From an optimization exercise on the open Yosys and OpenROAD flow, aimed at small area, a short achievable clock period and few clock cycles per item; shortcuts taken in it are not production practice.
The RTL was checked by simulation tests, not by an equivalence proof against the original design.
Power and IR drop assume default switching activity.

Setup of run 1:
==> flow/design.v (excerpt) <==
module mx_quant (
    input  wire        clk,
    input  wire        rst,
    input  wire        in_valid,
    output wire        in_ready,
    input  wire [31:0] in_data,
    input  wire [15:0] in_rand,
    input  wire [3:0]  in_fmt,
    input  wire [1:0]  in_rmode,
    output wire        out_valid,
    input  wire        out_ready,
    output wire [7:0]  out_elem,
    output wire [7:0]  out_scale,
    output wire        out_last
);
Settings: LEC_CHECK=0, ABC_AREA=1, CAP_MARGIN=20, CORE_MARGIN=2, CORE_UTILIZATION=60, CTS_CLUSTER_DIAMETER=80, CTS_CLUSTER_SIZE=30, PLACE_DENSITY=0.85, SLEW_MARGIN=20; clock period 28.0 ns.
standard.sh (not shown) runs the stock make flow with config.mk's settings and CLKGATE_MAP_FILE= SYNTH_SCRIPT=/design/flow/synth_recipe.tcl, a recipe that flattens the netlist after the stock synthesis.
==> flow/flow/run.sh <==
#!/bin/bash
# The standard layout (the standard.sh, unchanged synthesis), with two
# changes in how ORFS is asked to lay it out:
# - every input and output port gets a buf_2 as its port buffer.
set -euo pipefail
export SETUP_SLACK_MARGIN=20.5
export BUFFER_PORTS_ARGS="-buffer_cell sky130_fd_sc_hd__buf_2"
bash standard.sh > standard.log 2>&1
Testbench counts of run 1, summed over its fixed seeds: cycles 12,560, items 384.
### run 1 -> run 2
--- a/flow/flow/run.sh
+++ b/flow/flow/run.sh
@@ -5,3 +5,3 @@
 set -euo pipefail
-export SETUP_SLACK_MARGIN=20.5
+export SETUP_SLACK_MARGIN=21.4
 export BUFFER_PORTS_ARGS="-buffer_cell sky130_fd_sc_hd__buf_2"
==> comparison <==
Run 2: no failed stages, no open violations at the end
Post-placement cell area: run 2 vs run 1 — no meaningful difference
Looking at launching instance or port of the critical path, the o_scale[6] result is from run 2; the ring[1526] one comes from run 1.
Looking at run 1 and run 2, the placed instance count is a wash.
The slowest library cell on the worst path comes out sky130_fd_sc_hd__edfxtp_1 in one run and sky130_fd_sc_hd__o31ai_1 in the other, namely in run 2 and run 1 respectively.
For the setup slack, run 2 came in 0.11 ns higher than run 1 did.
The final cell count on run 2 is in line with that on run 1.
There was hardly any difference in via count between run 1 and run 2.
--- input diff run 2..run 3 ---
--- a/flow/flow/run.sh
+++ b/flow/flow/run.sh
@@ -5,3 +5,3 @@
 set -euo pipefail
-export SETUP_SLACK_MARGIN=21.4
+export SETUP_SLACK_MARGIN=21.0
 export BUFFER_PORTS_ARGS="-buffer_cell sky130_fd_sc_hd__buf_2"
==> comparison <==
Relative to run 2, wire length has gone up in run 3.
Run 3 reports a higher clock share of power than run 2 does.
From run 2 to run 3 the numbers moved as follows: max capacitance violation total ~0 delta, part of the total power dissipated in combinational logic was more or less identical, smallest hold slack higher, power rose by about 0.4%.
Summary — count of plain and timing-repair buffers in the layout, run 3 relative to run 2: lower, by about 12%.
In the tables for run 3 and run 2, largest net degree at the start of global routing reads higher with run 2.
Shortest clock period the worst path allows after layout on run 3 is ahead of run 2.
Of run 3 and run 2, run 3 shows the lower post-route standard cell area excluding fillers, with run 2 above it.
[run 3] worst-case setup margin in the final layout rose 0.0069 ns relative to run 2

---

== red ==
mx_quant again, from the RTL that the note above started with.
==> flow/config.mk <==
export PLATFORM = sky130hd
export DESIGN_NAME = mx_quant
export DESIGN_NICKNAME = mx_quant
export VERILOG_FILES = /design/flow/design.v
export SDC_FILE = /design/flow/constraint.sdc
export NUM_CORES = 4
export LEC_CHECK = 0
export ABC_AREA = 1
export CAP_MARGIN = 20
export CORE_MARGIN = 2
export CORE_UTILIZATION = 60
export CTS_CLUSTER_DIAMETER = 80
export CTS_CLUSTER_SIZE = 30
export PLACE_DENSITY = 0.95
export SLEW_MARGIN = 20
==> flow/constraint.sdc <==
create_clock -name core_clock -period 28.0 [get_ports {clk}]
set_input_delay 5.6000 -clock core_clock [delete_from_list [all_inputs] [get_ports {clk}]]
set_output_delay 5.6000 -clock core_clock [all_outputs]
set_load 0.01 [all_outputs]
==> flow/flow/run.sh <==
#!/bin/bash
# The standard layout (the standard.sh, unchanged synthesis), with two
# changes in how ORFS is asked to lay it out:
# - every input and output port gets a buf_2 as its port buffer.
set -euo pipefail
export SETUP_SLACK_MARGIN=21.4
export BUFFER_PORTS_ARGS="-buffer_cell sky130_fd_sc_hd__buf_2"
bash standard.sh > standard.log 2>&1
Testbench counts of red, summed over its fixed seeds: cycles 12,560, items 384.
Input changes introduced in blue (baseline for comparison: red):
-- flow/config.mk --
<<< red, line 13
export CTS_CLUSTER_SIZE = 30
export PLACE_DENSITY = 0.95
export SLEW_MARGIN = 20
>>> blue, line 13
export CTS_CLUSTER_SIZE = 30
export SLEW_MARGIN = 20
==> comparison <==
Proportion of cell area spent on the clock network, blue and red: smaller value in red. In terms of core occupancy in the finished layout, blue and red differ only marginally. red → blue: first-pass GRT wire length now smaller, total power now smaller, flip-flop and latch share of the layout cell area comparable, worst clock skew comparable. From red to blue the numbers moved as follows: detailed-route wire length fell about 10%; final critical delay including setup and external delays rose 0.021 ns. Per the comparison of blue with red, synthesized instance count did not really move; non-clock buffer count decreased about 4%; power share of the combinational group shows a reduction of 0.5 points.

==> port drivers added, routing unchanged <==
The flow's constraints put no driver on any port. The routed layouts listed below were extracted and timed again, unchanged, in two steps. Step 1 sets driving cells, clkbuf_16 on the clock port and buf_2 on the other inputs (assumed; they add their load-dependent delay and slew). Step 2 adds t to the input delays and takes it off the output delays; t is the mean of the earliest and latest rising clock arrival at the registers after step 1. Input paths then give back, and output paths get back, about the clock's delay inside the block. Slacks: no drivers / after step 1 / after step 2; pairs: no drivers / after step 1.
run | t, ns | setup slack, ns | latest minus earliest clock arrival (ns) | worst slew at a driven data input, ns
run 1 | 0.704 | 21.049 / 21.049 / 20.435 | 0.054 / 0.053 | 0.06
run 2 | 0.696 | 21.159 / 21.093 / 20.832 | 0.049 / 0.049 | 0.06
run 3 | 0.711 | 21.166 / 21.100 / 20.696 | 0.032 / 0.032 | 0.06
red | 0.699 | 21.167 / 21.101 / 20.816 | 0.053 / 0.054 | 0.07
blue | 0.704 | 21.146 / 21.080 / 20.826 | 0.046 / 0.046 | 0.04
After both steps every run listed still meets setup and hold. For run 1, which loses most, drivers alone change the setup slack by 0.000 ns; drivers and shift together by -0.614 ns.
